This is an optimization exercise on Yosys and OpenROAD, whose aim is small area, not a production implementation. Only simulation tests tie the RTL to the original design; equivalence was not proved. Power is estimated from default activity; no workload was simulated.

==> flow/design.v <==
module rng_health (
  input  wire        clk,
  input  wire        rst,         
  input  wire        sample,      
  input  wire [3:0]  bits,        
  input  wire [3:0]  src_en,      
  input  wire        restart,     
  input  wire        tick,        
  output wire [7:0]  state,       
  output wire [7:0]  last_fail,   
  output wire [63:0] fails,       
  output wire [63:0] bias,        
  output wire [63:0] corr         
);
  localparam [1:0] S_DIS = 2'd0, S_TEST = 2'd1, S_OK = 2'd2, S_RET = 2'd3;
  reg [1:0] phase;      
  reg       pend;       
  reg       pend_rst;   
  reg       act;        
  reg       wrst;       
  reg [3:0] lb, le;     
  reg       lrs, ltk;   
  always @(posedge clk) begin
    if (rst) begin
      phase <= 2'd0; pend <= 1'b1; pend_rst <= 1'b1; act <= 1'b0; wrst <= 1'b1;
    end else begin
      phase <= phase + 2'd1;
      if (sample) begin
        pend <= 1'b1;
        lb <= bits; le <= src_en; lrs <= restart; ltk <= tick;
      end
      if (phase == 2'd3) begin
        act <= pend | sample; wrst <= pend_rst;
        pend <= 1'b0; pend_rst <= 1'b0;
      end
    end
  end
  localparam IW = 72;
  localparam OW = 49;
  reg [IW-1:0] i0, i1, i2, i3;
  reg [OW-1:0] o0, o1, o2, o3;
  wire [IW-1:0] i_nx;
  wire [OW-1:0] o_nx;
  always @(posedge clk) begin
    i0 <= i1; i1 <= i2; i2 <= i3; i3 <= i_nx;
    if (act) begin
      o0 <= o1; o1 <= o2; o2 <= o3; o3 <= o_nx;
    end
  end
  wire [3:0]  a1 = i0[71:68];
  wire [3:0]  a2 = i0[67:64];
  wire        pv = i0[63];
  wire [5:0]  run = i0[62:57];
  wire [9:0]  ca = i0[56:47];
  wire [9:0]  cb = i0[46:37];
  wire        fg = i0[36];
  wire [11:0] ec = i0[35:24];
  wire [11:0] eo = i0[23:12];
  wire [11:0] ee = i0[11:0];
  wire [1:0]  st = o0[48:47];
  wire [1:0]  lf = o0[46:45];
  wire [15:0] fl = o0[44:29];
  wire [11:0] bh = o0[28:17];
  wire        bs = o0[16];
  wire [15:0] cr = o0[15:0];
  wire b  = lb[phase];
  wire e  = le[phase];
  wire rs = lrs;
  wire tk = ltk;
  wire [3:0] a1t = (tk && a1 != 4'd15) ? a1 + 4'd1 : a1;
  wire [3:0] a2t = (tk && a2 != 4'd15) ? a2 + 4'd1 : a2;
  wire       retire = (a2t < 4'd10);
  wire       eqb = (b == pv);
  wire [5:0] run_nx = (run != 6'd0 && eqb) ? run + 6'd1 : 6'd1;
  wire       rep = (run_nx == 6'd61);
  wire [9:0] ca_inc = ca + 10'd1;
  wire [9:0] ones_nx = cb + {9'd0, b};
  wire       bad_nx = fg | rep;
  wire       su_pass = !bad_nx && ones_nx >= 10'd250 && ones_nx <= 10'd750;
  wire [9:0] apt_nx = (ca == 10'd0) ? 10'd1 : cb + {9'd0, b == fg};
  wire       apt_fail = (apt_nx == 10'd840);
  reg [1:0]  st_n, lf_n;
  reg [15:0] fl_n;
  reg [3:0]  a1_n, a2_n;
  reg [5:0]  run_n;
  reg [9:0]  ca_n, cb_n;
  reg        fg_n;
  reg        fail;
  reg [1:0]  kind;
  always @* begin
    st_n = st; lf_n = lf; fl_n = fl;
    a1_n = rs ? 4'd15 : a1t;
    a2_n = rs ? 4'd15 : a2t;
    run_n = run; ca_n = ca; cb_n = cb; fg_n = fg;
    fail = 1'b0; kind = 2'd0;
    if (!e) begin
      st_n = S_DIS;
    end else if (rs || st == S_DIS) begin
      st_n = S_TEST; ca_n = 10'd1; cb_n = {9'd0, b}; fg_n = 1'b0; run_n = 6'd1;
    end else if (st == S_TEST) begin
      run_n = run_nx;
      if (ca_inc == 10'd1000) begin
        if (su_pass) begin
          st_n = S_OK; run_n = 6'd0; ca_n = 10'd0;
        end else begin
          fail = 1'b1; kind = 2'd1;
        end
      end else begin
        ca_n = ca_inc; cb_n = ones_nx; fg_n = bad_nx;
      end
    end else if (st == S_OK) begin
      run_n = run_nx; ca_n = ca_inc; cb_n = apt_nx;
      if (ca == 10'd0) fg_n = b;
      if (rep) begin
        fail = 1'b1; kind = 2'd2;
      end else if (apt_fail) begin
        fail = 1'b1; kind = 2'd3;
      end
    end
    if (fail) begin
      lf_n = kind;
      if (fl != 16'hFFFF) fl_n = fl + 16'd1;
      st_n = retire ? S_RET : S_TEST;
      ca_n = 10'd0; cb_n = 10'd0; fg_n = 1'b0; run_n = 6'd0;
      a2_n = a1t; a1_n = 4'd0;
    end
  end
  wire [11:0] ec_inc = ec + 12'd1;
  wire [12:0] eo_inc = {1'b0, eo} + {12'd0, b};
  wire [11:0] ee_inc = ee + {11'd0, eqb && ec != 12'd0};
  wire        blk_end = e && ec == 12'hFFF;
  wire        est_clr = !e || blk_end;
  wire [11:0] ec_n = e ? ec_inc : 12'd0;
  wire [11:0] eo_n = est_clr ? 12'd0 : eo_inc[11:0];
  wire [11:0] ee_n = est_clr ? 12'd0 : ee_inc;
  wire [11:0] bh_n = blk_end ? (eo_inc[12] ? 12'hFFF : eo_inc[11:0]) : bh;
  wire        bs_n = blk_end ? eo_inc[12] : bs;
  wire        cpos = ee_inc[11];
  wire [15:0] cbase = {~cpos, ee_inc[10:0], cpos, ee_inc[10:8]};
  wire [15:0] cval = cbase + {15'd0, !cpos && ee_inc[10:0] != 11'd0};
  wire [15:0] cr_n = blk_end ? cval : cr;
  wire [IW-1:0] i_upd = {a1_n, a2_n, b, run_n, ca_n, cb_n, fg_n, ec_n, eo_n, ee_n};
  wire [OW-1:0] o_upd = {st_n, lf_n, fl_n, bh_n, bs_n, cr_n};
  wire [IW-1:0] i_rst = {4'd15, 4'd15, 1'b0, 6'd0, 10'd0, 10'd0, 1'b0, 12'd0, 12'd0, 12'd0};
  wire [OW-1:0] o_rst = {S_TEST, 2'd0, 16'd0, 12'd0, 1'b0, 16'd0};
  assign i_nx = !act ? i0 : (wrst ? i_rst : i_upd);
  assign o_nx = wrst ? o_rst : o_upd;
  assign state     = {o3[48:47], o2[48:47], o1[48:47], o0[48:47]};
  assign last_fail = {o3[46:45], o2[46:45], o1[46:45], o0[46:45]};
  assign fails     = {o3[44:29], o2[44:29], o1[44:29], o0[44:29]};
  assign bias      = {o3[28:17], {4{o3[16]}}, o2[28:17], {4{o2[16]}},
                      o1[28:17], {4{o1[16]}}, o0[28:17], {4{o0[16]}}};
  assign corr      = {o3[15:0], o2[15:0], o1[15:0], o0[15:0]};
endmodule
==> flow/run.sh <==
#!/bin/bash
# synth_recipe.tcl (not shown) runs the flow's synth.tcl, then flattens the netlist and writes it again
# the make line also repeats each setting of config.mk as NAME=value (left out here)
make -C /OpenROAD-flow-scripts/flow DESIGN_CONFIG=/design/flow/config.mk WORK_HOME=/design/flow/orfs CLKGATE_MAP_FILE= SYNTH_SCRIPT=/design/flow/synth_recipe.tcl finish
==> flow/config.mk <==
export PLATFORM = sky130hd
export DESIGN_NAME = rng_health
export DESIGN_NICKNAME = rng_health
export VERILOG_FILES = /design/flow/design.v
export SDC_FILE = /design/flow/constraint.sdc
export NUM_CORES = 4
export LEC_CHECK = 0
export CAP_MARGIN = 20
export CORE_MARGIN = 2
export CORE_UTILIZATION = 40
export SLEW_MARGIN = 20
==> flow/constraint.sdc <==
create_clock -name core_clock -period 20.0 [get_ports {clk}]
set_input_delay 4.0000 -clock core_clock [delete_from_list [all_inputs] [get_ports {clk}]]
set_output_delay 4.0000 -clock core_clock [all_outputs]
set_load 0.01 [all_outputs]
==> reports/qor.tcl, run 1 <==
set qor(timing.critical_path.depth) 2
set qor(instances_no_fill) 2179
set qor(ys_ff_latch) 500
set qor(postRouteAntennaNets) 0
set qor(synth-seq-area-share_pct) 70.65
set qor(critical_path_arrival_ps) 1820
set qor(ys.warnings.count) 1
set qor(synthTopCellsByArea) {edfxtp_1 (36%), dfxtp_1 (34%), o21ai_0 (2.6%), nand2_1 (2.5%), a21oi_1 (2.3%)}
set qor(num_rows) 75
set qor(r2r.worst_path.cells) 17
set qor(total_number_of_nets_in_the_final_design) 1631
set qor(synth_top_cell_by_area) {edfxtp_1}
set qor(count_of_h_tree_levels_built_during_cts) 2
set qor(standard_cell_core_area_sq_um) 42040
set qor(dp_hpwl_mm) 24.94
set qor(cpPeakStageDelay_ps) 600
set qor(cts_root_buf) {clkbuf_16}
set qor(worstSetupEndpointType) {output pin}
set qor(number_of_instances_in_the_placed_design) 2084
set qor(run_status) {timing/DRC/antenna clean}
set qor(grt_remaining_overflow) 0
set qor(setup_viol) 0
set qor(cts_hold_buf) 0
set qor(post_synth_inst_count) 1383
set qor(synthesis.area_per_instance_sq_um) 12.36
set qor(timing_hold_violations_final) 0
set qor(async_flop_share_pct) 0
set qor(num_vias) 11283
set qor(area_growth_pct) 25.90
set qor(worst_path_dominant_cell_family) {buffers and inverters}
set qor(worstPathRequired_ps) 16000
set qor(tritoncts_num_sinks) 500
set qor(cts_tree) {yes}
set qor(hold_class) {flip-flop to flip-flop}
set qor(cts_setup_buffers) 0
set qor(post_synth_most_frequent_cells) {dfxtp_1 (294), edfxtp_1 (206), nand2_1 (112)}
set qor(cts_inserted_buffers) 51
set qor(grt.total_usage_pct) 17.33
set qor(clk_path_buf_depth) 3
set qor(grt_antenna_before_repair) 0
set qor(io_buffer_count) 220
set qor(slowest_stage) {clkdlybuf4s50_1}
set qor(firstDrtPassIters) 6
set qor(critPathLaunchType) {flip-flop}
set qor(final.period_utilization_pct) 29.09
set qor(routability_congestion_estimate) 0.8455
set qor(n_antenna_cell) 0
set qor(max_slew_margin_pct) 27.49
set qor(hold_depth) 0
set qor(detailedRoute.firstIterationViolations) 961
set qor(synth.net_count) 1416
set qor(post_cts_resize_count) 0
set qor(yosys.area.top_type_share_pct) 36.20
set qor(pwr_density_cell_nw_per_um2) 112.3
set qor(final_clock_skew_ps) 22.62
set qor(layout-drive-gt1-share_pct) 7.134
set qor(slew_violations) 0
set qor(floorplan.io_pins) 221
set qor(worstMarginPinSlew_ps) 1088
set qor(critPathKind) {flip-flop to output pin}
set qor(clk-insertion-delay-late_ps) 600
set qor(cp.buffers_inverters) 2
set qor(setup_total_negative_slack_ps) 0
set qor(ys.flop_type) {dfxtp_1}
set qor(fmaxAchievable_ghz) 0.1719
set qor(via_per_inst) 5.178
set qor(p_leak_nw) 7.676
set qor(netlist_area_sq_um) 17090
set qor(crit_fanout) 31
set qor(rsz0062_at_grt) {no}
set qor(grt_pass1_wl_mm) 60.96
set qor(synth_edf_count) 206
set qor(via_count_of_the_first_global_routing_pass) 10897
set qor(period_minus_slack_ps) 5819
set qor(drc_errors) 0
set qor(finalWirelength_mm) 38.83
set qor(floorplan.initialDensity_pct) 40.65
set qor(die-area_sq_um) 44390
set qor(clk_pin_slew_worst_paths_ps) 60
set qor(die_w_um) 210.7
set qor(post-route-cell-area_sq_um) 21510
set qor(crit_path_cell_trace) {buf_4 -> clkdlybuf4s50_1}
set qor(synthDistinctLibCells) 71
set qor(maxCapViolations) 0
set qor(ir_worst_vdd_uv) 68.83
set qor(die_h_um) 210.7
set qor(detailed_place.area_sq_um) 19730
set qor(post_drt_wl_per_cell_um) 17.82
set qor(largest_net_degree_at_the_start_of_global_routing) 186
set qor(synthMostInstantiatedCell) {dfxtp_1}
final timing paths:
path                                from       end  slack [ps]
worst max register to register  phase[0]    o3[12]       14930
worst min register to register    i1[40]    i0[40]         310
worst max-delay path              o0[47]  state[0]       14180
worst min-delay path              i1[40]    i0[40]         310
registers in the layout, summed over array words and instances (netlist names), 2 cells and up:
name   count
i0        72
i1        72
i2        72
i3        72
o0        49
o1        49
o2        49
o3        49
lb         4
le         4
phase      2
cell type report:
class / instances / area (sq um)
Inverter: 53 / 198.9
Sequential cell: 500 / 12080
Multi-Input combinational cell: 764 / 4512
Clock inverter: 17 / 148.9
Timing Repair Buffer: 228 / 2275
Clock buffer: 78 / 1628
Fill cell: 3655 / 20530
Tap cell: 539 / 674.4
cell usage in the layout, fill, tap and decap left out, types with 8 or more instances in the layout:
| cell type | instances |
|---|---|
| a21oi_1 | 79 |
| o21a_1 | 10 |
| o21ai_0 | 89 |
| clkbuf_8 | 10 |
| or4_1 | 8 |
| nor2b_1 | 8 |
| xor2_1 | 15 |
| nor4_1 | 16 |
| or3_1 | 13 |
| a31oi_1 | 20 |
| nor2_1 | 96 |
| nand4_1 | 23 |
| nand2_1 | 112 |
| clkbuf_1 | 9 |
| a211oi_1 | 9 |
| and3_1 | 25 |
| clkinv_2 | 8 |
| o22ai_1 | 16 |
| clkdlybuf4s50_1 | 220 |
| nor3_1 | 23 |
| xnor2_1 | 33 |
| ha_1 | 20 |
| clkbuf_16 | 58 |
| edfxtp_1 | 206 |
| dfxtp_1 | 292 |
| nand3_1 | 48 |
| inv_1 | 50 |
| o31ai_1 | 10 |
power breakdown:
part | switching (mW) | internal [mW] | total (mW)
sequential | 0.0618 | 1.17 | 1.23
clock | 0.395 | 0.578 | 0.973
combinational | 0.120 | 0.0870 | 0.207
total | 0.577 | 1.84 | 2.42
metal layers:
layer  part of all wire (%)  global-route usage [%]  up-vias
met2                     44                   26.37      364
li1                       -                       -     5451
met4                    2.5                   5.415        0
met1                     47                   24.32     5403
met3                    6.4                   4.445       65
met5                      0                       0        -
through the flow:
step	setup slack, ps	hold slack, ps	power, mW	util, %
floorplan	13560	309.6	1.379	-
CTS	14150	313.2	2.443	51.16
detailed placement	14470	312.1	1.461	46.93
finish	14180	310.9	2.415	51.17
global route	14090	321.8	2.519	51.17
global placement	14140	309.7	1.455	46.92
cells by family after synthesis:
group,share of synthesized area [%]
compound gates,10.20
xor+xnor,2.556
mux,0.6736
simple gates,11.44
flops,70.65
buf+inv,3.024
fa+ha+maj,1.464
==> run 2, diff against run 1 <==
--- a/flow/config.mk
+++ b/flow/config.mk
@@ -10,2 +10,3 @@
 export CORE_UTILIZATION = 40
+export CTS_BUF_LIST = sky130_fd_sc_hd__clkbuf_4
 export SLEW_MARGIN = 20
==> reports/qor.tcl, run 2 <==
set qor(run_status) {timing/DRC/antenna clean}
set qor(worstMarginPinSlew_ps) 1074 ;# -13.33 ps
set qor(worstPathRequired_ps) 16000 ;# about the same
set qor(post_cts_resize_count) 0 ;# unchanged
set qor(area_growth_pct) 25.21
set qor(max_slew_margin_pct) 28.38 ;# +0.89 points
set qor(synth.net_count) 1416 ;# unchanged
set qor(layout_commonest_cell) {dfxtp_1}
set qor(post_drt_wl_per_cell_um) 16.98 ;# -4.7%
set qor(die_w_um) 210.7 ;# unchanged
set qor(ir_worst_vdd_uv) 54.47 ;# -21%
set qor(floorplan.io_pins) 221 ;# unchanged
set qor(drc_errors) 0 ;# unchanged
set qor(num_vias) 11779 ;# +4.4%
set qor(clk_path_buf_depth) 3 ;# unchanged
set qor(synth_edf_count) 206 ;# unchanged
set qor(cts_root_buf) {clkbuf_4}
set qor(post-route-util_pct) 50.89 ;# -0.28 points
set qor(finalWirelength_mm) 39.28 ;# +1.2%
set qor(standard_cell_core_area_sq_um) 42040 ;# unchanged
set qor(hold_ws_ps) 277.1 ;# -33.82 ps
set qor(hold_class) {flip-flop to flip-flop}
set qor(fmaxAchievable_ghz) 0.1666 ;# -3.1%
set qor(post_synth_inst_count) 1383 ;# unchanged
set qor(num_rows) 75 ;# unchanged
set qor(synth_top_cell_by_area) {edfxtp_1}
set qor(routability_congestion_estimate) 0.8455 ;# unchanged
set qor(postRouteAntennaNets) 0 ;# unchanged
set qor(cts_inserted_buffers) 131 ;# +160%
set qor(cpPeakStageDelay_ps) 600 ;# about the same
set qor(cts_hold_buf) 0 ;# unchanged
set qor(crit_path_cell_trace) {buf_4 -> clkdlybuf4s50_1}
set qor(worstSetupEndpointType) {output pin}
set qor(post_synth_most_frequent_cells) {dfxtp_1 (294), edfxtp_1 (206), nand2_1 (112)}
set qor(slew_violations) 0 ;# unchanged
set qor(grt_antenna_before_repair) 1 ;# +1
set qor(cts_tree) {yes}
set qor(final.period_utilization_pct) 30.01 ;# +0.92 points
set qor(netlist_area_sq_um) 17090 ;# unchanged
set qor(final_cell_mix) {dfxtp_1 (292), clkdlybuf4s50_1 (220), edfxtp_1 (206)}
set qor(final_clock_skew_ps) 66.23 ;# +43.61 ps
set qor(die_h_um) 210.7 ;# unchanged
set qor(critPathLaunchType) {flip-flop}
set qor(clk_pin_slew_worst_paths_ps) 60 ;# about the same
set qor(rsz0062_at_grt) {no}
set qor(setup_total_negative_slack_ps) 0 ;# unchanged
set qor(crit_fanout) 31 ;# unchanged
set qor(critical_path_arrival_ps) 2000 ;# +180 ps
set qor(ys_ff_latch) 500 ;# unchanged
set qor(grt.total_usage_pct) 17.77 ;# +0.44 points
set qor(largest_net_degree_at_the_start_of_global_routing) 186 ;# unchanged
set qor(cts_setup_buffers) 0 ;# unchanged
set qor(total_number_of_nets_in_the_final_design) 1711 ;# +4.9%
set qor(async_flop_share_pct) 0 ;# unchanged
set qor(synthDistinctLibCells) 71 ;# unchanged
set qor(instances_no_fill) 2313 ;# +6.1%
set qor(number_of_instances_in_the_placed_design) 2084 ;# unchanged
set qor(pwr_density_cell_nw_per_um2) 108.1 ;# -3.7%
set qor(setup_viol) 0 ;# unchanged
set qor(yosys.area.top_type_share_pct) 36.20 ;# unchanged
set qor(ys.flop_type) {dfxtp_1}
set qor(via_count_of_the_first_global_routing_pass) 11636 ;# +6.8%
set qor(die-area_sq_um) 44390 ;# unchanged
set qor(dp_hpwl_mm) 24.94 ;# unchanged
set qor(timing_hold_violations_final) 0 ;# unchanged
set qor(grt_remaining_overflow) 0 ;# unchanged
set qor(synthTopCellsByArea) {edfxtp_1 (36%), dfxtp_1 (34%), o21ai_0 (2.6%), nand2_1 (2.5%), a21oi_1 (2.3%)}
set qor(floorplan.initialDensity_pct) 40.65 ;# unchanged
set qor(period_minus_slack_ps) 6002 ;# +183.9 ps
set qor(synthMostInstantiatedCell) {dfxtp_1}
set qor(tritoncts_num_sinks) 500 ;# unchanged
set qor(layout-drive-gt1-share_pct) 13.77 ;# +6.6 points
set qor(ys.warnings.count) 1 ;# unchanged
set qor(synthesis.area_per_instance_sq_um) 12.36 ;# unchanged
set qor(count_of_h_tree_levels_built_during_cts) 4 ;# +2
set qor(firstDrtPassIters) 5 ;# -1
set qor(p_leak_nw) 7.798 ;# +1.6%
set qor(io_buffer_count) 220 ;# unchanged
set qor(clk-insertion-delay-late_ps) 820 ;# +220 ps
set qor(via_per_inst) 5.093 ;# -1.7%
set qor(critPathKind) {flip-flop to output pin}
set qor(power_mw) 2.314 ;# -4.2%
set qor(slowest_stage) {clkdlybuf4s50_1}
set qor(maxCapViolations) 0 ;# unchanged
set qor(grt_pass1_wl_mm) 62.27 ;# +2.1%
set qor(detailedRoute.firstIterationViolations) 829 ;# -14%
set qor(synth-seq-area-share_pct) 70.65 ;# unchanged
-- run 2: changes by cell type in the layout (fill, tap and decap cells not counted), sizes merged --
cell | before | now
clkbuf | 78 | 196
clkinvlp | 1 | 2
bufinv | 1 | 2
clkinv | 13 | 21
inv | 55 | 59
diode | 0 | 2
-- run 2: worst max-delay path, delay by kind of cell (launching register included) --
kind / cells / cell delay (ps)
flops: 1 / 320
buf+inv: 2 / 910
-- run 2: final timing paths --
kind | from | endpoint | cells after the start | slack [ps]
max | o0[47] | state[0] | 2 | 14000
min | i1[38] | i0[38] | 0 | 280
max reg2reg | phase[0] | o3[6] | 17 | 14970
min reg2reg | i1[38] | i0[38] | 0 | 280
-- run 2: power breakdown --
| part | internal (mW) | switching, mW |
|---|---|---|
| Clock | 0.473 | 0.399 |
| Sequential | 1.17 | 0.0617 |
| Combinational | 0.0870 | 0.120 |
| Total | 1.73 | 0.581 |
-- run 2: layout make-up --
cell class,instances,area (sq um)
Antenna cell,2,5.005
Clock buffer,196,1471
Clock inverter,31,182.7
Fill cell,3745,20640
Inverter,53,198.9
Multi-Input combinational cell,764,4512
Sequential cell,500,12080
Tap cell,539,674.4
Timing Repair Buffer,228,2275
-- run 2: per-stage QoR --
step,worst slack (ps),instance area (sq um)
floorplan,13560,17090
global placement,14140,19720
detailed placement,14470,19730
CTS,13900,21380
global route,13820,21400
finish,14000,21400
-- run 2: cells by family (layout without fill, tap and decap cells) --
group	count (synthesis)	after routing	synth area share, %
multiplexers	9	9	0.6736
XOR/XNOR	49	49	2.556
other	0	2	0
adder cells (fa/ha/maj)	20	20	1.464
buffers and inverters	119	508	3.024
AND/OR/NAND/NOR	401	401	11.44
AO/OA/AOI/OAI	285	285	10.20
flip-flops	500	500	70.65
-- run 2: per-layer routing --
layer	share of wire, %	track usage (%)	wire length (um)	vias up
met1	46	24.03	18170	5606
met2	45	26.41	17480	417
met5	0	0	0	-
met3	7.0	5.754	2732	73
met4	2.3	7.188	889	0
li1	-	-	-	5683
==> run 3, diff against run 2 <==
--- a/flow/config.mk
+++ b/flow/config.mk
@@ -10,3 +10,3 @@
 export CORE_UTILIZATION = 40
-export CTS_BUF_LIST = sky130_fd_sc_hd__clkbuf_4
+export CTS_BUF_LIST = sky130_fd_sc_hd__clkbuf_2 sky130_fd_sc_hd__clkbuf_4 sky130_fd_sc_hd__clkbuf_8
 export SLEW_MARGIN = 20
==> reports/qor.tcl, run 3 <==
set qor(run_status) {timing/DRC/antenna clean}
set qor(clk-insertion-delay-late_ps) 620 ;# -200 ps
set qor(num_vias) 11503 ;# -2.3%
set qor(pwr-share-comb_pct) 8.7 ;# -0.2 points
set qor(synth-seq-area-share_pct) 70.65 ;# unchanged
set qor(postRouteAntennaNets) 0 ;# unchanged
set qor(post_drt_wl_per_cell_um) 17.47 ;# +2.9%
set qor(cp-startpoint) {o0[47]}
set qor(synth.net_count) 1416 ;# unchanged
set qor(critPathLaunchType) {flip-flop}
set qor(power_frac_seq_pct) 51.9 ;# -1.4 points
set qor(count_of_h_tree_levels_built_during_cts) 3 ;# -1
set qor(finalWirelength_mm) 38.97 ;# -0.79%
set qor(async_flop_share_pct) 0 ;# unchanged
set qor(tritoncts_num_sinks) 500 ;# unchanged
set qor(ys.warnings.count) 1 ;# unchanged
set qor(n_antenna_cell) 0 ;# -2
set qor(area_of_the_multi_input_gates_sq_um) 4512 ;# unchanged
set qor(clk_path_buf_depth) 3 ;# unchanged
set qor(worstSetupEndpointType) {output pin}
set qor(routability_congestion_estimate) 0.8455 ;# unchanged
set qor(synth.area.mux_share_pct) 0.6736 ;# unchanged
set qor(worstMarginPinSlew_ps) 1104 ;# +29.65 ps
set qor(switching_fraction_of_total_power_pct) 24.39 ;# -0.71 points
set qor(critical_path_arrival_ps) 1840 ;# -160 ps
set qor(number_of_instances_in_the_placed_design) 2084 ;# unchanged
set qor(setup_total_negative_slack_ps) 0 ;# unchanged
set qor(crit-reg2reg-launch) {phase[0]}
set qor(grt.total_usage_pct) 17.48 ;# -0.29 points
set qor(cts_hold_buf) 0 ;# unchanged
set qor(via_per_inst) 5.156 ;# +1.2%
set qor(post_cts_resize_count) 0 ;# unchanged
set qor(dp_hpwl_mm) 24.94 ;# unchanged
set qor(detailed_place.area_sq_um) 19730 ;# unchanged
set qor(clk_pin_slew_worst_paths_ps) 60 ;# about the same
set qor(layout_commonest_cell) {dfxtp_1}
set qor(pwr_density_cell_nw_per_um2) 110.6 ;# +2.3%
set qor(hold_class) {flip-flop to flip-flop}
set qor(synthesis.area_per_instance_sq_um) 12.36 ;# unchanged
set qor(hold_ws_ps) 309.0 ;# +31.94 ps
set qor(die-area_sq_um) 44390 ;# unchanged
set qor(timing_hold_violations_final) 0 ;# unchanged
set qor(die_w_um) 210.7 ;# unchanged
set qor(fmaxAchievable_ghz) 0.1711 ;# +2.7%
set qor(cts_inserted_buffers) 81 ;# -38%
set qor(post-route-cell-area_sq_um) 21520 ;# +0.60%
set qor(filler_cell_count) 3685 ;# -1.6%
set qor(io_buffer_count) 220 ;# unchanged
set qor(reg2reg_setup_slack_ps) 14970 ;# about the same
set qor(post-route-util_pct) 51.20 ;# +0.31 points
set qor(combinational_family_with_the_most_area_after_synthesis) {simple AND/OR/NAND/NOR gates}
set qor(slew_violations) 0 ;# unchanged
set qor(final_cell_mix) {dfxtp_1 (292), clkdlybuf4s50_1 (220), edfxtp_1 (206)}
set qor(timing.hold.worst.start) {i2[31]}
set qor(final-seq-area_sq_um) 12080 ;# unchanged
set qor(cts_root_buf) {clkbuf_8}
set qor(synth_edf_count) 206 ;# unchanged
set qor(standard_cell_core_area_sq_um) 42040 ;# unchanged
set qor(floorplan.initialDensity_pct) 40.65 ;# unchanged
set qor(synthDistinctLibCells) 71 ;# unchanged
set qor(critPathKind) {flip-flop to output pin}
set qor(r2r.worst_path.cells) 17 ;# unchanged
set qor(synthTopCellsByArea) {edfxtp_1 (36%), dfxtp_1 (34%), o21ai_0 (2.6%), nand2_1 (2.5%), a21oi_1 (2.3%)}
set qor(grt_antenna_before_repair) 0 ;# -1
set qor(worstPathRequired_ps) 16000 ;# about the same
set qor(final.period_utilization_pct) 29.22 ;# -0.79 points
set qor(post_synthesis_simple_gate_area_fraction_pct) 11.44 ;# unchanged
set qor(final_clock_skew_ps) 26.05 ;# -40.18 ps
set qor(post_synth_most_frequent_cells) {dfxtp_1 (294), edfxtp_1 (206), nand2_1 (112)}
set qor(area_growth_pct) 25.96
set qor(ys_ff_latch) 500 ;# unchanged
set qor(num_rows) 75 ;# unchanged
set qor(die_h_um) 210.7 ;# unchanged
set qor(yosys.area.top_type_share_pct) 36.20 ;# unchanged
set qor(ys.flop_type) {dfxtp_1}
set qor(clock_group_share_of_total_power_pct) 39.4 ;# +1.7 points
set qor(crit_fanout) 31 ;# unchanged
set qor(hold_depth) 0 ;# unchanged
set qor(floorplan.io_pins) 221 ;# unchanged
set qor(cts_setup_buffers) 0 ;# unchanged
set qor(p_int_mw) 1.800 ;# +3.9%
set qor(period_minus_slack_ps) 5845 ;# -157.9 ps
set qor(post_synth_inst_count) 1383 ;# unchanged
set qor(grt_remaining_overflow) 0 ;# unchanged
set qor(total_number_of_nets_in_the_final_design) 1661 ;# -2.9%
set qor(min_delay_worst_endpoint) {i1[31]}
set qor(p_leak_nw) 7.742 ;# -0.72%
set qor(netlist_area_sq_um) 17090 ;# unchanged
set qor(largest_net_degree_at_the_start_of_global_routing) 186 ;# unchanged
set qor(synth_top_cell_by_area) {edfxtp_1}
set qor(setup_viol) 0 ;# unchanged
set qor(reg2reg_to) {o3[12]}
set qor(instances_no_fill) 2231 ;# -3.5%
set qor(synth_compound_area_share_pct) 10.20 ;# unchanged
set qor(layout-drive-gt1-share_pct) 10.52 ;# -3.2 points
set qor(drc_errors) 0 ;# unchanged
set qor(firstDrtPassIters) 5 ;# unchanged
set qor(post_synth_fa_ha_maj_area_fraction_pct) 1.464 ;# unchanged
set qor(switching_power_uw) 580.6 ;# about the same
set qor(max_slew_margin_pct) 26.40 ;# -2.0 points
set qor(ir_worst_vdd_uv) 56.15 ;# +3.1%
set qor(via_count_of_the_first_global_routing_pass) 11213 ;# -3.6%
set qor(maxCapViolations) 0 ;# unchanged
set qor(cts_tree) {yes}
set qor(synth_xor_xnor_area_share_pct) 2.555 ;# unchanged
set qor(grt_pass1_wl_mm) 61.38 ;# -1.4%
set qor(rsz0062_at_grt) {no}
set qor(detailedRoute.firstIterationViolations) 842 ;# +1.6%
set qor(synthMostInstantiatedCell) {dfxtp_1}
run 3: cell counts after synthesis:
Identical to the previous run, type by type.
run 3: per-layer routing:
| metal | up-vias | GRT usage (%) | part of all wire [%] |
|---|---|---|---|
| met5 | - | 0 | 0 |
| met4 | 0 | 6.217 | 2.5 |
| met3 | 72 | 4.609 | 6.2 |
| met2 | 384 | 26.49 | 44 |
| met1 | 5542 | 24.25 | 47 |
| li1 | 5505 | - | - |
run 3: cell families after synthesis:
| logic type | after synthesis |
|---|---|
| DFF | 500 |
| and+or+nand+nor | 401 |
| AOI/OAI and AO/OA | 285 |
| buffers and inverters | 119 |
| xor gates and xnor gates | 49 |
| adders and majority gates | 20 |
| muxes | 9 |
run 3: how the worst max path moves through the flow:
stage	cells past startpoint	to	slack, ps
2_1_floorplan	7	i3[22]	13560
3_3_place_gp	2	lb[1]	14140
3_5_place_dp	2	le[3]	14470
4_1_cts	2	state[0]	14110
5_1_grt	2	state[0]	14040
6_report	2	state[0]	14160
run 3: stage by stage:
stage	worst slack (ps)	total power [mW]
global placement	14140	1.455
floorplan	13560	1.379
detailed placement	14470	1.461
CTS	14110	2.413
global route	14040	2.492
finish	14160	2.380
run 3: area by class of cell:
cell class	instances	share of cell area [%]
Sequential cell	500	56.11
Tap cell	539	3.133
Clock inverter	24	0.8778
Multi-Input combinational cell	764	20.96
Timing Repair Buffer	228	10.57
Inverter	53	0.9243
Clock buffer	123	7.429
run 3: worst max-delay path, cell delays in order, from the launching register on:
cell and delay, ps:
edfxtp_1 320, buf_4 320, clkdlybuf4s50_1 600
run 3: power by group through the flow:
stage                     logic, mW  clock network (mW)  registers (mW)
after floorplan               0.138                   0            1.24
after global routing          0.231                1.01            1.25
final                         0.207               0.938            1.23
after detailed placement      0.206                   0            1.25
after global placement        0.204                   0            1.25
after CTS                     0.207               0.970            1.24
==> run 4, diff against run 3 <==
==> flow/flow/run.sh (new file) <==
#!/bin/bash
# The standard layout, with each port buffered by the smallest buffer cell.
set -euo pipefail
export BUFFER_PORTS_ARGS="-buffer_cell sky130_fd_sc_hd__buf_1"
bash standard.sh > standard.log 2>&1
==> flow/standard.sh (new file) <==
#!/bin/bash
# synth_recipe.tcl (not shown) runs the flow's synth.tcl, then flattens the netlist and writes it again
# the make line also repeats each setting of config.mk as NAME=value (left out here)
make -C /OpenROAD-flow-scripts/flow DESIGN_CONFIG=/design/flow/config.mk WORK_HOME=/design/flow/orfs CLKGATE_MAP_FILE= SYNTH_SCRIPT=/design/flow/synth_recipe.tcl "${@:-finish}"
--- a/flow/config.mk
+++ b/flow/config.mk
@@ -10,3 +10,2 @@
 export CORE_UTILIZATION = 40
-export CTS_BUF_LIST = sky130_fd_sc_hd__clkbuf_2 sky130_fd_sc_hd__clkbuf_4 sky130_fd_sc_hd__clkbuf_8
 export SLEW_MARGIN = 20
removed: flow/run.sh
==> reports/qor.tcl, run 4 <==
set qor(run_status) {timing/DRC/antenna clean}
set qor(synthMostInstantiatedCell) {dfxtp_1}
set qor(max_slew_margin_pct) 29.78 ;# +3.4 points
set qor(reg2reg_to) {o3[12]}
set qor(synth.net_count) 1416 ;# unchanged
set qor(grt_pass1_wl_mm) 58.77 ;# -4.3%
set qor(post-route-util_pct) 47.57 ;# -3.6 points
set qor(post-route-cell-area_sq_um) 20000 ;# -7.1%
set qor(netlist_area_sq_um) 17090 ;# unchanged
set qor(crit-reg2reg-launch) {phase[0]}
set qor(die_w_um) 210.7 ;# unchanged
set qor(tritoncts_num_sinks) 500 ;# unchanged
set qor(detailedRoute.firstIterationViolations) 827 ;# -1.8%
set qor(clk_path_buf_depth) 3 ;# unchanged
set qor(hold_class) {flip-flop to flip-flop}
set qor(detailed_place.area_sq_um) 18360 ;# -6.9%
set qor(ys.flop_type) {dfxtp_1}
set qor(synth-seq-area-share_pct) 70.65 ;# unchanged
set qor(reg2reg_setup_slack_ps) 15090 ;# +120 ps
set qor(pwr_density_cell_nw_per_um2) 117.2 ;# +6.0%
set qor(critical_path_arrival_ps) 1410 ;# -430 ps
set qor(critPathLaunchType) {flip-flop}
set qor(synthTopCellsByArea) {edfxtp_1 (36%), dfxtp_1 (34%), o21ai_0 (2.6%), nand2_1 (2.5%), a21oi_1 (2.3%)}
set qor(io_buffer_count) 220 ;# unchanged
set qor(layout-drive-gt1-share_pct) 6.589 ;# -3.9 points
set qor(maxCapViolations) 0 ;# unchanged
set qor(grt.total_usage_pct) 16.73 ;# -0.75 points
set qor(final.period_utilization_pct) 27.06 ;# -2.2 points
set qor(p_leak_nw) 7.005 ;# -9.5%
set qor(setup_total_negative_slack_ps) 0 ;# unchanged
set qor(worstMarginPinSlew_ps) 1048 ;# -55.59 ps
set qor(die_h_um) 210.7 ;# unchanged
set qor(synthesis.area_per_instance_sq_um) 12.36 ;# unchanged
set qor(firstDrtPassIters) 5 ;# unchanged
set qor(grt_remaining_overflow) 0 ;# unchanged
set qor(cts_hold_buf) 0 ;# unchanged
set qor(count_of_h_tree_levels_built_during_cts) 2 ;# -1
set qor(floorplan.io_pins) 221 ;# unchanged
set qor(crit_fanout) 31 ;# unchanged
set qor(r2r.worst_path.cells) 17 ;# unchanged
set qor(grt_antenna_before_repair) 0 ;# unchanged
set qor(area_growth_pct) 17.03
set qor(finalWirelength_mm) 37.94 ;# -2.6%
set qor(num_vias) 11212 ;# -2.5%
set qor(worstPathRequired_ps) 16000 ;# about the same
set qor(drc_errors) 0 ;# unchanged
set qor(cts_inserted_buffers) 49 ;# -40%
set qor(largest_net_degree_at_the_start_of_global_routing) 79 ;# -58%
set qor(post_drt_wl_per_cell_um) 17.42 ;# -0.26%
set qor(cts_setup_buffers) 0 ;# unchanged
set qor(timing_hold_violations_final) 0 ;# unchanged
set qor(min_delay_worst_endpoint) {i1[25]}
set qor(cts_root_buf) {clkbuf_16}
set qor(critPathKind) {flip-flop to output pin}
set qor(rsz0062_at_grt) {no}
set qor(die-area_sq_um) 44390 ;# unchanged
set qor(cts_tree) {yes}
set qor(via_count_of_the_first_global_routing_pass) 10612 ;# -5.4%
set qor(num_rows) 75 ;# unchanged
set qor(final_cell_mix) {dfxtp_1 (292), buf_1 (220), edfxtp_1 (206)}
set qor(async_flop_share_pct) 0 ;# unchanged
set qor(post_synth_inst_count) 1383 ;# unchanged
set qor(total_number_of_nets_in_the_final_design) 1632 ;# -1.7%
set qor(ys.warnings.count) 1 ;# unchanged
set qor(floorplan.initialDensity_pct) 40.65 ;# unchanged
set qor(via_per_inst) 5.148 ;# -0.16%
set qor(slew_violations) 0 ;# unchanged
set qor(postRouteAntennaNets) 0 ;# unchanged
set qor(period_minus_slack_ps) 5413 ;# -431.7 ps
set qor(layout_commonest_cell) {dfxtp_1}
set qor(setup_viol) 0 ;# unchanged
set qor(post_cts_resize_count) 0 ;# unchanged
set qor(fmaxAchievable_ghz) 0.1847 ;# +8.0%
set qor(synth_edf_count) 206 ;# unchanged
set qor(n_antenna_cell) 0 ;# unchanged
set qor(clk_pin_slew_worst_paths_ps) 60 ;# about the same
set qor(routability_congestion_estimate) 0.8710 ;# +3.0%
set qor(post_synth_most_frequent_cells) {dfxtp_1 (294), edfxtp_1 (206), nand2_1 (112)}
set qor(hold_depth) 0 ;# unchanged
set qor(power_mw) 2.344 ;# -1.5%
set qor(ir_worst_vdd_uv) 71.81 ;# +28%
set qor(ys_ff_latch) 500 ;# unchanged
set qor(timing.hold.worst.start) {i2[25]}
set qor(synth_top_cell_by_area) {edfxtp_1}
set qor(standard_cell_core_area_sq_um) 42040 ;# unchanged
set qor(clk-insertion-delay-late_ps) 590 ;# -30 ps
set qor(final_clock_skew_ps) 25.74 ;# -0.3069 ps
set qor(dp_hpwl_mm) 25.02 ;# +0.32%
set qor(synthDistinctLibCells) 71 ;# unchanged
set qor(worstSetupEndpointType) {output pin}
set qor(yosys.area.top_type_share_pct) 36.20 ;# unchanged
-- run 4: cell counts after synthesis --
Identical to the previous run, type by type.
-- run 4: final cells by class --
class                      count  area, sq um
tap                          539        674.4
timing repair buffer         231        908.4
clock buffer                  74         1458
sequential                   500        12080
fill                        3840        22040
multi-input combinational    764         4506
clock inverter                17        176.4
inverter                      53        198.9
-- run 4: layer usage --
layer,share of wire [%],GRT usage (%),vias to the layer above,wire length (um)
met5,0,0,-,0
met4,2.4,5.245,0,903
met3,6.1,3.821,75,2330
met2,45,25.90,336,17110
met1,46,23.41,5375,17600
li1,-,-,5426,-
-- run 4: cell families (layout without fill, tap and decap cells) --
group / after synthesis / after routing / synth area share, %
buffers and inverters: 119 / 375 / 3.024
adder cells (fa/ha/maj): 20 / 20 / 1.464
flip-flops: 500 / 500 / 70.65
AO/OA/AOI/OAI: 285 / 285 / 10.20
AND/OR/NAND/NOR: 401 / 401 / 11.44
multiplexers: 9 / 9 / 0.6736
XOR/XNOR: 49 / 49 / 2.556
-- run 4: stage by stage --
stage,hold slack (ps),setup WS (ps),cells
after floorplan,309.6,13560,1383
after global placement,310.0,14630,2087
after detailed placement,312.1,14550,2087
after CTS,307.9,14540,2178
after global routing,312.8,14500,2178
final,303.3,14590,2178
-- run 4: worst max-delay path by stage --
stage,endpoint,startpoint,slack (ps),cells past startpoint
after global placement,le[1],rst,14630,2
final,state[0],o0[47],14590,2
after CTS,state[0],o0[47],14540,2
after global routing,state[0],o0[47],14500,2
after detailed placement,lb[3],rst,14550,2
after floorplan,i3[22],act,13560,7
-- run 4: power by group --
part           internal (mW)  switching (mW)
clock network          0.544           0.376
registers               1.17          0.0621
logic                 0.0698           0.119
-- run 4: worst max-delay path, stage by stage, from the launching register on --
cell	delay, ps
edfxtp_1	320
buf_4	310
buf_1	190
==> run 5, diff against run 4 <==
==> flow/flow/run.sh (replaced) <==
#!/bin/bash
# The standard layout, with each port buffered by the smallest buffer cell and
# a clock tree of larger sink clusters without dummy loads.
set -euo pipefail
export BUFFER_PORTS_ARGS="-buffer_cell sky130_fd_sc_hd__buf_1"
export CTS_ARGS="-sink_clustering_enable -repair_clock_nets -sink_clustering_size 30 -sink_clustering_max_diameter 60 -buf_list sky130_fd_sc_hd__clkbuf_16 -dont_use_dummy_load"
bash standard.sh > standard.log 2>&1
==> reports/qor.tcl, run 5 <==
set qor(run_status) {timing/DRC/antenna clean}
set qor(num_vias) 10974 ;# -2.1%
set qor(post_drt_wl_per_cell_um) 17.59 ;# +0.97%
set qor(via_count_of_the_first_global_routing_pass) 10426 ;# -1.8%
set qor(final.period_utilization_pct) 26.99 ;# -0.075 points
set qor(reg2reg_to) {o3[12]}
set qor(via_per_inst) 5.189 ;# +0.79%
set qor(cts_setup_buffers) 0 ;# unchanged
set qor(clock_group_share_of_total_power_pct) 27.7 ;# -12 points
set qor(crit_fanout) 31 ;# unchanged
set qor(grt_remaining_overflow) 0 ;# unchanged
set qor(switching_power_uw) 479.2 ;# -14%
set qor(total_number_of_nets_in_the_final_design) 1611 ;# -1.3%
set qor(io_buffer_count) 220 ;# unchanged
set qor(area_growth_pct) 11.57
set qor(finalWorstSetupSlack_ps) 14600 ;# +15.00 ps
set qor(clk_pin_slew_worst_paths_ps) 110 ;# +50 ps
set qor(n_antenna_cell) 0 ;# unchanged
set qor(largest_net_degree_at_the_start_of_global_routing) 79 ;# unchanged
set qor(die_w_um) 210.7 ;# unchanged
set qor(hold_depth) 0 ;# unchanged
set qor(post_synth_most_frequent_cells) {dfxtp_1 (294), edfxtp_1 (206), nand2_1 (112)}
set qor(count_of_h_tree_levels_built_during_cts) 1 ;# -1
set qor(die_h_um) 210.7 ;# unchanged
set qor(floorplan.io_pins) 221 ;# unchanged
set qor(clk-insertion-delay-late_ps) 590 ;# about the same
set qor(ys.warnings.count) 1 ;# unchanged
set qor(yosys.area.top_type_share_pct) 36.20 ;# unchanged
set qor(area_of_the_multi_input_gates_sq_um) 4506 ;# unchanged
set qor(min_delay_worst_endpoint) {i1[60]}
set qor(tritoncts_num_sinks) 500 ;# unchanged
set qor(die-area_sq_um) 44390 ;# unchanged
set qor(synthesis.area_per_instance_sq_um) 12.36 ;# unchanged
set qor(critPathKind) {flip-flop to output pin}
set qor(synth-seq-area-share_pct) 70.65 ;# unchanged
set qor(maxCapViolations) 0 ;# unchanged
set qor(final-seq-area_sq_um) 12080 ;# unchanged
set qor(layout_commonest_cell) {dfxtp_1}
set qor(post-route-cell-area_sq_um) 19060 ;# -4.7%
set qor(period_minus_slack_ps) 5398 ;# -15.00 ps
set qor(critPathLaunchType) {flip-flop}
set qor(async_flop_share_pct) 0 ;# unchanged
set qor(grt.total_usage_pct) 16.24 ;# -0.49 points
set qor(synthTopCellsByArea) {edfxtp_1 (36%), dfxtp_1 (34%), o21ai_0 (2.6%), nand2_1 (2.5%), a21oi_1 (2.3%)}
set qor(hold_class) {flip-flop to flip-flop}
set qor(setup_total_negative_slack_ps) 0 ;# unchanged
set qor(firstDrtPassIters) 5 ;# unchanged
set qor(grt_pass1_wl_mm) 57.72 ;# -1.8%
set qor(grt_antenna_before_repair) 1 ;# +1
set qor(slew_violations) 0 ;# unchanged
set qor(synth.net_count) 1416 ;# unchanged
set qor(worstSetupEndpointType) {output pin}
set qor(p_leak_nw) 6.548 ;# -6.5%
set qor(synth_edf_count) 206 ;# unchanged
set qor(final_cell_mix) {dfxtp_1 (292), buf_1 (220), edfxtp_1 (206)}
set qor(timing.hold.worst.start) {i2[60]}
set qor(crit-reg2reg-launch) {phase[0]}
set qor(power_mw) 1.968 ;# -16%
set qor(cts_root_buf) {clkbuf_16}
set qor(routability_congestion_estimate) 0.8710 ;# unchanged
set qor(cts_tree) {yes}
set qor(floorplan.initialDensity_pct) 40.65 ;# unchanged
set qor(cts_inserted_buffers) 28 ;# -43%
set qor(post_cts_resize_count) 0 ;# unchanged
set qor(rsz0062_at_grt) {no}
set qor(critical_path_arrival_ps) 1400 ;# about the same
set qor(worstPathRequired_ps) 16000 ;# about the same
set qor(postRouteAntennaNets) 0 ;# unchanged
set qor(timing_hold_violations_final) 0 ;# unchanged
set qor(power_frac_seq_pct) 62.7 ;# +10 points
set qor(layout-drive-gt1-share_pct) 3.871 ;# -2.7 points
set qor(reg2reg_setup_slack_ps) 15160 ;# +70 ps
set qor(drc_errors) 0 ;# unchanged
set qor(ys_ff_latch) 500 ;# unchanged
set qor(switching_fraction_of_total_power_pct) 24.35 ;# +0.57 points
set qor(r2r.worst_path.cells) 17 ;# unchanged
set qor(post_synth_inst_count) 1383 ;# unchanged
set qor(dp_slack_ps) 14550 ;# unchanged
set qor(p_int_mw) 1.489 ;# -17%
set qor(cts_hold_buf) 0 ;# unchanged
set qor(pwr-share-comb_pct) 9.6 ;# +1.5 points
set qor(netlist_area_sq_um) 17090 ;# unchanged
set qor(finalWirelength_mm) 37.21 ;# -1.9%
set qor(setup_viol) 0 ;# unchanged
set qor(ys.flop_type) {dfxtp_1}
set qor(synthDistinctLibCells) 71 ;# unchanged
set qor(fmaxAchievable_ghz) 0.1853 ;# +0.28%
set qor(num_rows) 75 ;# unchanged
set qor(dp_hpwl_mm) 25.02 ;# unchanged
set qor(standard_cell_core_area_sq_um) 42040 ;# unchanged
set qor(ir_worst_vdd_uv) 64.36 ;# -10%
set qor(post-route-util_pct) 45.35 ;# -2.2 points
set qor(final_clock_skew_ps) 48.84 ;# +23.10 ps
set qor(clk_path_buf_depth) 3 ;# unchanged
set qor(max_slew_margin_pct) 28.91 ;# -0.87 points
set qor(synth_top_cell_by_area) {edfxtp_1}
set qor(detailed_place.area_sq_um) 18360 ;# unchanged
set qor(synthMostInstantiatedCell) {dfxtp_1}
set qor(detailedRoute.firstIterationViolations) 923 ;# +12%
set qor(worstMarginPinSlew_ps) 1061 ;# +12.93 ps
set qor(pwr_density_cell_nw_per_um2) 103.2 ;# -12%
set qor(filler_cell_count) 3899 ;# +1.5%
run 5: cell counts after synthesis:
Identical to the previous run, type by type.
run 5: power by group through the flow:
stage,Combinational (mW),Clock [mW],Sequential [mW]
2_1_floorplan,0.138,0,1.24
3_3_place_gp,0.187,0,1.25
3_5_place_dp,0.189,0,1.26
4_1_cts,0.190,0.565,1.23
5_1_grt,0.212,0.595,1.25
6_report,0.189,0.546,1.23
run 5: routing by layer:
metal	global-route usage [%]	vias to the layer above	part of all wire [%]
met5	0	-	0
met4	3.885	0	2.1
met3	2.691	56	5.5
met2	26.00	338	46
met1	23.13	5239	47
li1	-	5341	-
run 5: worst max-delay path by stage:
stage | startpoint | endpoint | depth (start not counted)
floorplan | act | i3[22] | 7
global placement | rst | le[1] | 2
detailed placement | rst | lb[3] | 2
CTS | o0[47] | state[0] | 2
global route | o0[47] | state[0] | 2
finish | o0[47] | state[0] | 2
run 5: worst max-delay path, cell delays in order, from the launching register on:
cell and delay (ps):
edfxtp_1 320, buf_4 330, buf_1 190
run 5: through the flow:
stage | hold slack, ps | cells
after floorplan | 309.6 | 1383
after global placement | 310.0 | 2087
after detailed placement | 312.1 | 2087
after CTS | 276.2 | 2115
after global routing | 274.3 | 2115
final | 270.9 | 2115
run 5: cell type report:
class,instances,share of cell area (%)
clock buffers,28,3.675
inverters,53,1.044
multi-input cells,764,23.63
flip-flops and latches,500,63.35
well taps,539,3.537
repair buffers,231,4.765
run 5: logic make-up (layout without fill, tap and decap cells):
logic type | after synthesis | count (layout) | share of synthesized area, %
adders and majority gates | 20 | 20 | 1.464
buffers and inverters | 119 | 312 | 3.024
muxes | 9 | 9 | 0.6736
xor gates and xnor gates | 49 | 49 | 2.556
AOI/OAI and AO/OA | 285 | 285 | 10.20
and+or+nand+nor | 401 | 401 | 11.44
DFF | 500 | 500 | 70.65
==> run 6, diff against run 5 <==
==> flow/flow/run.sh (replaced) <==
#!/bin/bash
# The standard layout, with each port buffered by the smallest buffer cell and
# a clock tree of larger sink clusters without dummy loads.
set -euo pipefail
export BUFFER_PORTS_ARGS="-buffer_cell sky130_fd_sc_hd__buf_1"
export CTS_ARGS="-sink_clustering_enable -repair_clock_nets -sink_clustering_size 16 -sink_clustering_max_diameter 60 -buf_list sky130_fd_sc_hd__clkbuf_8 -dont_use_dummy_load"
bash standard.sh > standard.log 2>&1
==> reports/qor.tcl, run 6 <==
set qor(cts_setup_buffers) 0 ;# unchanged
set qor(grt_pass1_wl_mm) 58.32 ;# +1.0%
set qor(timing_hold_violations_final) 0 ;# unchanged
set qor(cts_tree) {yes}
set qor(total_number_of_nets_in_the_final_design) 1623 ;# +0.74%
set qor(postRouteAntennaNets) 0 ;# unchanged
set qor(synth-seq-area-share_pct) 70.65 ;# unchanged
set qor(max_slew_margin_pct) 28.91 ;# about the same
set qor(synth.net_count) 1416 ;# unchanged
set qor(synthTopCellsByArea) {edfxtp_1 (36%), dfxtp_1 (34%), o21ai_0 (2.6%), nand2_1 (2.5%), a21oi_1 (2.3%)}
set qor(dp_hpwl_mm) 25.02 ;# unchanged
set qor(post_synth_most_frequent_cells) {dfxtp_1 (294), edfxtp_1 (206), nand2_1 (112)}
set qor(clk-insertion-delay-late_ps) 580 ;# about the same
set qor(die_w_um) 210.7 ;# unchanged
set qor(tritoncts_num_sinks) 500 ;# unchanged
set qor(layout_commonest_cell) {dfxtp_1}
set qor(firstDrtPassIters) 6 ;# +1
set qor(cpPeakStageDelay_ps) 330 ;# about the same
set qor(die_h_um) 210.7 ;# unchanged
set qor(synthesis.area_per_instance_sq_um) 12.36 ;# unchanged
set qor(via_count_of_the_first_global_routing_pass) 10502 ;# +0.73%
set qor(floorplan.io_pins) 221 ;# unchanged
set qor(routability_congestion_estimate) 0.8710 ;# unchanged
set qor(synth_edf_count) 206 ;# unchanged
set qor(power_mw) 1.903 ;# -3.3%
set qor(count_of_h_tree_levels_built_during_cts) 2 ;# +1
set qor(area_growth_pct) 10.69
set qor(pwr_density_cell_nw_per_um2) 100.6 ;# -2.5%
set qor(p_leak_nw) 6.491 ;# -0.88%
set qor(final_clock_skew_ps) 69.13 ;# +20.29 ps
set qor(worstPathRequired_ps) 16000 ;# about the same
set qor(crit_fanout) 31 ;# unchanged
set qor(netlist_area_sq_um) 17090 ;# unchanged
set qor(critPathLaunchType) {flip-flop}
set qor(cts_root_buf) {clkbuf_8}
set qor(number_of_instances_in_the_placed_design) 2087 ;# unchanged
set qor(fmaxAchievable_ghz) 0.1852 ;# about the same
set qor(clk_pin_slew_worst_paths_ps) 90 ;# -20 ps
set qor(worstSetupEndpointType) {output pin}
set qor(standard_cell_core_area_sq_um) 42040 ;# unchanged
set qor(synthDistinctLibCells) 71 ;# unchanged
set qor(cts_hold_buf) 0 ;# unchanged
set qor(setup_total_negative_slack_ps) 0 ;# unchanged
set qor(layout-drive-gt1-share_pct) 4.597 ;# +0.73 points
set qor(num_vias) 11090 ;# +1.1%
set qor(worstMarginPinSlew_ps) 1061 ;# -0.03064 ps
set qor(synthMostInstantiatedCell) {dfxtp_1}
set qor(critPathKind) {flip-flop to output pin}
set qor(critical_path_arrival_ps) 1400 ;# about the same
set qor(ys.warnings.count) 1 ;# unchanged
set qor(hold_class) {flip-flop to flip-flop}
set qor(cts_inserted_buffers) 40 ;# +43%
set qor(slowest_stage) {edfxtp_1}
set qor(num_rows) 75 ;# unchanged
set qor(grt_remaining_overflow) 0 ;# unchanged
set qor(async_flop_share_pct) 0 ;# unchanged
set qor(instances_no_fill) 2127 ;# +0.57%
set qor(detailedRoute.firstIterationViolations) 830 ;# -10%
set qor(ys.flop_type) {dfxtp_1}
set qor(grt_antenna_before_repair) 1 ;# unchanged
set qor(crit_path_cell_trace) {buf_4 -> buf_1}
set qor(floorplan.initialDensity_pct) 40.65 ;# unchanged
set qor(run_status) {timing/DRC/antenna clean}
set qor(via_per_inst) 5.214 ;# +0.49%
set qor(grt.total_usage_pct) 16.53 ;# +0.29 points
set qor(synth_top_cell_by_area) {edfxtp_1}
set qor(maxCapViolations) 0 ;# unchanged
set qor(n_antenna_cell) 0 ;# unchanged
set qor(yosys.area.top_type_share_pct) 36.20 ;# unchanged
set qor(post_cts_resize_count) 0 ;# unchanged
set qor(drc_errors) 0 ;# unchanged
set qor(final.period_utilization_pct) 27.00 ;# about the same
set qor(slew_violations) 0 ;# unchanged
set qor(final_cell_mix) {dfxtp_1 (292), buf_1 (220), edfxtp_1 (206)}
set qor(period_minus_slack_ps) 5400 ;# +2.300 ps
set qor(clk_path_buf_depth) 3 ;# unchanged
set qor(rsz0062_at_grt) {no}
set qor(finalWirelength_mm) 37.66 ;# +1.2%
set qor(ys_ff_latch) 500 ;# unchanged
set qor(post_drt_wl_per_cell_um) 17.71 ;# +0.66%
set qor(die-area_sq_um) 44390 ;# unchanged
set qor(ir_worst_vdd_uv) 55.23 ;# -14%
set qor(largest_net_degree_at_the_start_of_global_routing) 79 ;# unchanged
set qor(post_synth_inst_count) 1383 ;# unchanged
set qor(setup_viol) 0 ;# unchanged
set qor(io_buffer_count) 220 ;# unchanged
==> run 6: cell counts after synthesis <==
No cell type changed its count.
==> run 6: critical path, delay by kind of cell (launching register included) <==
| kind | cells | cell delay [ps] |
|---|---|---|
| DFF | 1 | 330 |
| buffers and inverters | 2 | 510 |
==> run 6: final cells by class <==
| cell class | instances | area [sq um] |
|---|---|---|
| Sequential cell | 500 | 12080 |
| Tap cell | 539 | 674.4 |
| Timing Repair Buffer | 231 | 908.4 |
| Clock buffer | 40 | 550.5 |
| Fill cell | 3925 | 23130 |
| Inverter | 53 | 198.9 |
| Multi-Input combinational cell | 764 | 4506 |
==> run 6: cell families (layout without fill, tap and decap cells) <==
logic type	after synthesis	in the layout	synth area share, %
and+or+nand+nor	401	401	11.44
AOI/OAI and AO/OA	285	285	10.20
muxes	9	9	0.6736
DFF	500	500	70.65
adders and majority gates	20	20	1.464
buffers and inverters	119	324	3.024
xor gates and xnor gates	49	49	2.556
==> run 6: metal layers <==
metal  track usage (%)  vias up  wire length (um)
met5                 0        -                 0
met4             4.662        0               698
met3             3.241       53              2114
met2             26.04      335             17220
met1             23.30     5349             17630
li1                  -     5353                 -
==> run 6: worst paths after layout <==
| check | start | end | slack (ps) | cells after the start |
|---|---|---|---|---|
| setup / recovery | o0[47] | state[0] | 14600 | 2 |
| hold / removal | i3[38] | i2[38] | 290 | 0 |
| setup reg to reg | phase[0] | o3[12] | 15100 | 17 |
| hold reg to reg | i3[38] | i2[38] | 290 | 0 |
==> run 6: metrics by stage <==
step	hold slack, ps	worst slack (ps)	cell area [sq um]	utilization, %
6_report	288.2	14600	18910	44.99
5_1_grt	298.7	14510	18910	44.99
4_1_cts	293.0	14560	18910	44.99
3_5_place_dp	312.1	14550	18360	43.68
3_3_place_gp	310.0	14630	18360	43.67
2_1_floorplan	309.6	13560	17090	-
==> run 6: power by group <==
part	internal (mW)	switching [mW]
sequential	1.17	0.0622
clock	0.180	0.301
combinational	0.0699	0.119
total	1.42	0.482

## afterwards: timing with drivers on the ports
The results above use ideal ports. As a check the final layouts listed here were re-extracted and re-timed, cells and wires unchanged. Step 1: set_driving_cell puts a clkbuf_16 on clk and a buf_2 on each other input, an assumption about the parent block. Step 2 adds t to the input delays and takes it off the output delays; t is the mean of the earliest and latest rising clock arrival at the registers after step 1. Input paths then give back, and output paths get back, about the clock's delay inside the block. Three values: ideal ports, drivers, drivers and shift; two values: the first two.
| run | t (ns) | slack for setup (ns) | hold WS [ns] | worst data-port slew with drivers (ns) | pins driven straight from the clock port |
|---|---|---|---|---|---|
| run 1 | 0.637 | 14.181 / 14.129 / 14.468 | 0.311 / 0.311 / 0.311 | 0.04 | 1 |
| run 2 | 0.834 | 13.998 / 13.947 / 14.466 | 0.277 / 0.277 / 0.277 | 0.04 | 1 |
| run 3 | 0.658 | 14.155 / 14.104 / 14.484 | 0.309 / 0.309 / 0.309 | 0.05 | 1 |
| run 4 | 0.627 | 14.587 / 14.533 / 14.880 | 0.303 / 0.303 / 0.303 | 0.03 | 1 |
| run 5 | 0.616 | 14.602 / 14.550 / 14.885 | 0.271 / 0.271 / 0.271 | 0.03 | 1 |
| run 6 | 0.606 | 14.600 / 14.549 / 14.910 | 0.288 / 0.288 / 0.288 | 0.03 | 1 |
After both steps every run listed still meets setup and hold.
